Context: an optimization exercise on an open-source flow, tuned for small area, a short achievable clock period and few clock cycles per item. The choices shown serve that exercise and are no tape-out recipe. Only simulation tests tie the RTL to the original design; equivalence was not proved.

run A:
==> flow/design.v (excerpt) <==
module pev_point (
    input  wire        clk,
    input  wire        rst,
    input  wire        in_valid,
    output wire        in_ready,
    input  wire [31:0] x,           
    input  wire [31:0] gain,
    input  wire [31:0] offset,
    input  wire        filt_en,
    input  wire        restart,
    input  wire [31:0] alpha,
    input  wire [31:0] y_prev,
    input  wire [31:0] lim_hh,
    input  wire [31:0] lim_h,
    input  wire [31:0] lim_l,
    input  wire [31:0] lim_ll,
    input  wire [31:0] clr_hh,
    input  wire [31:0] clr_h,
    input  wire [31:0] clr_l,
    input  wire [31:0] clr_ll,
    input  wire [3:0]  lim_en,      
    input  wire [3:0]  cond_prev,   
    output reg         out_valid,
    output reg  [31:0] y_out,
    output reg  [3:0]  cond_out,
    output reg         bad_range
);
    assign in_ready = 1'b1;
    function automatic is_special(input [31:0] v);
        is_special = (v[30:23] == 8'hFF);
    endfunction
    function automatic is_nan(input [31:0] v);
        is_nan = (v[30:23] == 8'hFF) && (v[22:0] != 23'd0);
    endfunction
    reg         v1;
    reg  [31:0] x1, gain1, off1, alpha1, yp1;
    reg         filt1;
    reg  [31:0] t_hh1, t_h1, t_l1, t_ll1;
    reg  [3:0]  en1, cp1;
    always @(posedge clk) begin
        if (rst) v1 <= 1'b0;
        else     v1 <= in_valid;
        x1     <= x;
        gain1  <= gain;
        off1   <= offset;
        alpha1 <= alpha;
        yp1    <= y_prev;
  ...
For scale: ~12000 cells after synthesis, ~1100 flip-flops.
==> flow/config.mk <==
export PLATFORM = sky130hd
export DESIGN_NAME = pev_point
export DESIGN_NICKNAME = pev_point
export VERILOG_FILES = /design/flow/design.v
export SDC_FILE = /design/flow/constraint.sdc
export NUM_CORES = 4
export LEC_CHECK = 0
export ABC_AREA = 1
export ABC_CLOCK_PERIOD_IN_PS = 50000
export CAP_MARGIN = 20
export CORE_MARGIN = 2
export CORE_UTILIZATION = 50
export SLEW_MARGIN = 20
==> flow/constraint.sdc <==
create_clock -name core_clock -period 125.0 [get_ports {clk}]
set_input_delay 25.0000 -clock core_clock [delete_from_list [all_inputs] [get_ports {clk}]]
set_output_delay 25.0000 -clock core_clock [all_outputs]
set_load 0.01 [all_outputs]
standard.sh (not shown) runs the stock make flow with config.mk's settings and CLKGATE_MAP_FILE= SYNTH_SCRIPT=/design/flow/synth_recipe.tcl, a recipe that flattens the netlist after the stock synthesis.
==> flow/flow/run.sh <==
#!/bin/bash
# The standard layout (standard.sh, unchanged synthesis and steps), with
# the timing repair steps asked to keep a setup margin. The design is still
# built and signed off at the design's clock and constraints; the margin
# only makes repair_timing work toward the shorter period that the pipeline
# reaches, instead of stopping at the 125 ns the clock allows.
set -euo pipefail
bash standard.sh SETUP_SLACK_MARGIN=97 finish > standard.log 2>&1
Testbench counts of run A, summed over its fixed seeds: cycles 32,040, items 32,000.
The inputs of run B differ from those of run A as listed below.
Settings: changing CORE_UTILIZATION from 50 to 40.
==> flow/run.sh (new file) <==
#!/bin/bash
# synth_recipe.tcl (not shown) runs the flow's synth.tcl, then flattens the netlist and writes it again
# the make line also repeats each setting of config.mk as NAME=value (left out here)
make -C /OpenROAD-flow-scripts/flow DESIGN_CONFIG=/design/flow/config.mk WORK_HOME=/design/flow/orfs CLKGATE_MAP_FILE= SYNTH_SCRIPT=/design/flow/synth_recipe.tcl finish
removed: flow/flow/run.sh
removed: flow/standard.sh
==> run notes <==
Diff run A -> run B: non-clock buffer total of the final layout went up by 11, maximum number of pins on one net before global-route repair went up, die outline area picked up an extra about 25%, wire length reported by the detailed router moved up. The more densely filled core belongs to run A, not run B. Compared run A against run B; final critical-path share of the clock period within noise. Run B vs run A: count of clock-buffer cells in the layout down in run B.

Setup of rev 12:
Another version of the RTL of pev_point (not shown whole).
For scale: roughly 12,000 cells after synthesis, about 1,100 flip-flops, roughly 470 I/O pins, ~86,000 µm² of cells after synthesis.
clock: 125.0 ns
lec_check: 0
abc_area: 1
abc_clock_period_in_ps: 50000
cap_margin: 20
core_margin: 2
core_utilization: 55
cts_buf_list: sky130_fd_sc_hd__clkbuf_8
slew_margin: 60
==> flow/flow/run.sh <==
#!/bin/bash
# The standard layout (standard.sh: the standard synthesis and ORFS
# steps, unchanged), except that the port buffers that global placement adds
# on every input and output are the smallest buffer, buf_1, instead of the
# delay buffer ORFS picks: each port still gets its own buffer.
set -euo pipefail
bash standard.sh "BUFFER_PORTS_ARGS=-buffer_cell sky130_fd_sc_hd__buf_1" finish > standard.log 2>&1
Testbench counts of rev 12, summed over its fixed seeds: cycles 32,040, items 32,000.
Input changes introduced in rev 13 (baseline for comparison: rev 12):
- SLEW_MARGIN now 45, was 60
Going from rev 12 to rev 13, number of antenna diodes shrank by 4; global-route wire length before repair now sits at about the same level; worst setup slack before clock tree synthesis shows a reduction of 17 ps.
Die area: rev 13 vs rev 12 identical
Summary of rev 13 over rev 12: clock buffer and inverter area fraction after layout has remained practically unchanged, number of antenna violations at the first check in global routing up 6.
For rev 13, the timing startpoint of the critical path was y_out[15]$_DFF_P_, unlike rev 12, where it was y_out[28]$_DFF_P_.
The total length of routed wires of rev 12 and that of rev 13 are within noise of each other.
When the final numbers for rev 13 and rev 12 were put side by side, the worst slack on hold paths turned out to be greater in rev 12.

## run a
pev_point again, from the RTL that the note above started with.
==> flow/design.v (excerpt) <==
module pev_point (
    input  wire        clk,
    input  wire        rst,
    input  wire        in_valid,
    output wire        in_ready,
    input  wire [31:0] x,           
    input  wire [31:0] gain,
    input  wire [31:0] offset,
    input  wire        filt_en,
    input  wire        restart,
    input  wire [31:0] alpha,
    input  wire [31:0] y_prev,
    input  wire [31:0] lim_hh,
    input  wire [31:0] lim_h,
    input  wire [31:0] lim_l,
    input  wire [31:0] lim_ll,
    input  wire [31:0] clr_hh,
    input  wire [31:0] clr_h,
    input  wire [31:0] clr_l,
    input  wire [31:0] clr_ll,
    input  wire [3:0]  lim_en,      
    input  wire [3:0]  cond_prev,   
    output reg         out_valid,
    output reg  [31:0] y_out,
    output reg  [3:0]  cond_out,
    output reg         bad_range
);
    assign in_ready = 1'b1;
    function automatic is_special(input [31:0] v);
        is_special = (v[30:23] == 8'hFF);
    endfunction
    function automatic is_nan(input [31:0] v);
        is_nan = (v[30:23] == 8'hFF) && (v[22:0] != 23'd0);
    endfunction
    reg         v1;
    reg  [31:0] x1, gain1, off1, alpha1, yp1;
    reg         filt1;
    reg  [31:0] t_hh1, t_h1, t_l1, t_ll1;
    reg  [3:0]  en1, cp1;
    always @(posedge clk) begin
        if (rst) v1 <= 1'b0;
        else     v1 <= in_valid;
        x1     <= x;
        gain1  <= gain;
        off1   <= offset;
        alpha1 <= alpha;
        yp1    <= y_prev;
        filt1  <= filt_en & ~restart;
        t_hh1  <= cond_prev[3] ? clr_hh : lim_hh;
        t_h1   <= cond_prev[2] ? clr_h  : lim_h;
        t_l1   <= cond_prev[1] ? clr_l  : lim_l;
        t_ll1  <= cond_prev[0] ? clr_ll : lim_ll;
        en1    <= lim_en;
        cp1    <= cond_prev;
    end
    wire [31:0] xf;
    pev_i2f  u_i2f  (.x(x1), .y(xf));
    wire [25:0] m_p;
    wire [9:0]  m_es;
    wire        m_nz, m_zin, m_s;
  ...
==> flow/config.mk <==
export PLATFORM = sky130hd
export DESIGN_NAME = pev_point
export DESIGN_NICKNAME = pev_point
export VERILOG_FILES = /design/flow/design.v
export SDC_FILE = /design/flow/constraint.sdc
export NUM_CORES = 4
export LEC_CHECK = 0
export ABC_AREA = 1
export ABC_CLOCK_PERIOD_IN_PS = 50000
export CAP_MARGIN = 20
export CORE_MARGIN = 2
export CORE_UTILIZATION = 55
export CTS_BUF_LIST = sky130_fd_sc_hd__clkbuf_8
export SLEW_MARGIN = 35
==> flow/constraint.sdc <==
create_clock -name core_clock -period 125.0 [get_ports {clk}]
set_input_delay 25.0000 -clock core_clock [delete_from_list [all_inputs] [get_ports {clk}]]
set_output_delay 25.0000 -clock core_clock [all_outputs]
set_load 0.01 [all_outputs]
Scripts as last shown in full above: flow/flow/run.sh
Testbench counts of run a, summed over its fixed seeds: cycles 32,040, items 32,000.
#### Input delta (run b over run a)
Settings: changing SLEW_MARGIN from 35 to 70.
Results
On worst hold slack, run b and run a are basically level.
In the metrics for run b and run a, the one carrying the higher final critical-path setup slack is run a.
As far as H-tree depth goes, run a and run b are indistinguishable; the numbers are identical.

## static timing again, ports no longer ideal
No port has a modelled driver above. Below, the same layouts with a new extraction and two added sets of constraints.
Step 1: set_driving_cell puts a clkbuf_16 on clk and a buf_2 on each other input, an assumption about the parent block.
Step 2 also shifts input and output timing later by t, the mid clock arrival at the registers, as if the neighbouring blocks saw the same clock.
Slacks: no drivers / after step 1 / after step 2; pairs: no drivers / after step 1.
run	shift t [ns]	setup slack, ns	latest minus earliest clock arrival (ns)	cell pins on the clock port's net
run A of note 1	0.841	98.369 / 98.282 / 98.581	0.070 / 0.070	1
run B of note 1	0.846	98.360 / 98.264 / 98.642	0.027 / 0.026	1
rev 12	1.009	98.570 / 98.482 / 98.969	0.086 / 0.086	1
rev 13	0.997	98.583 / 98.497 / 98.966	0.073 / 0.074	1
run a of note 3	1.001	98.600 / 98.508 / 98.752	0.076 / 0.076	1
run b of note 3	0.998	98.588 / 98.500 / 99.036	0.096 / 0.096	1
After both steps every run listed still meets setup and hold.
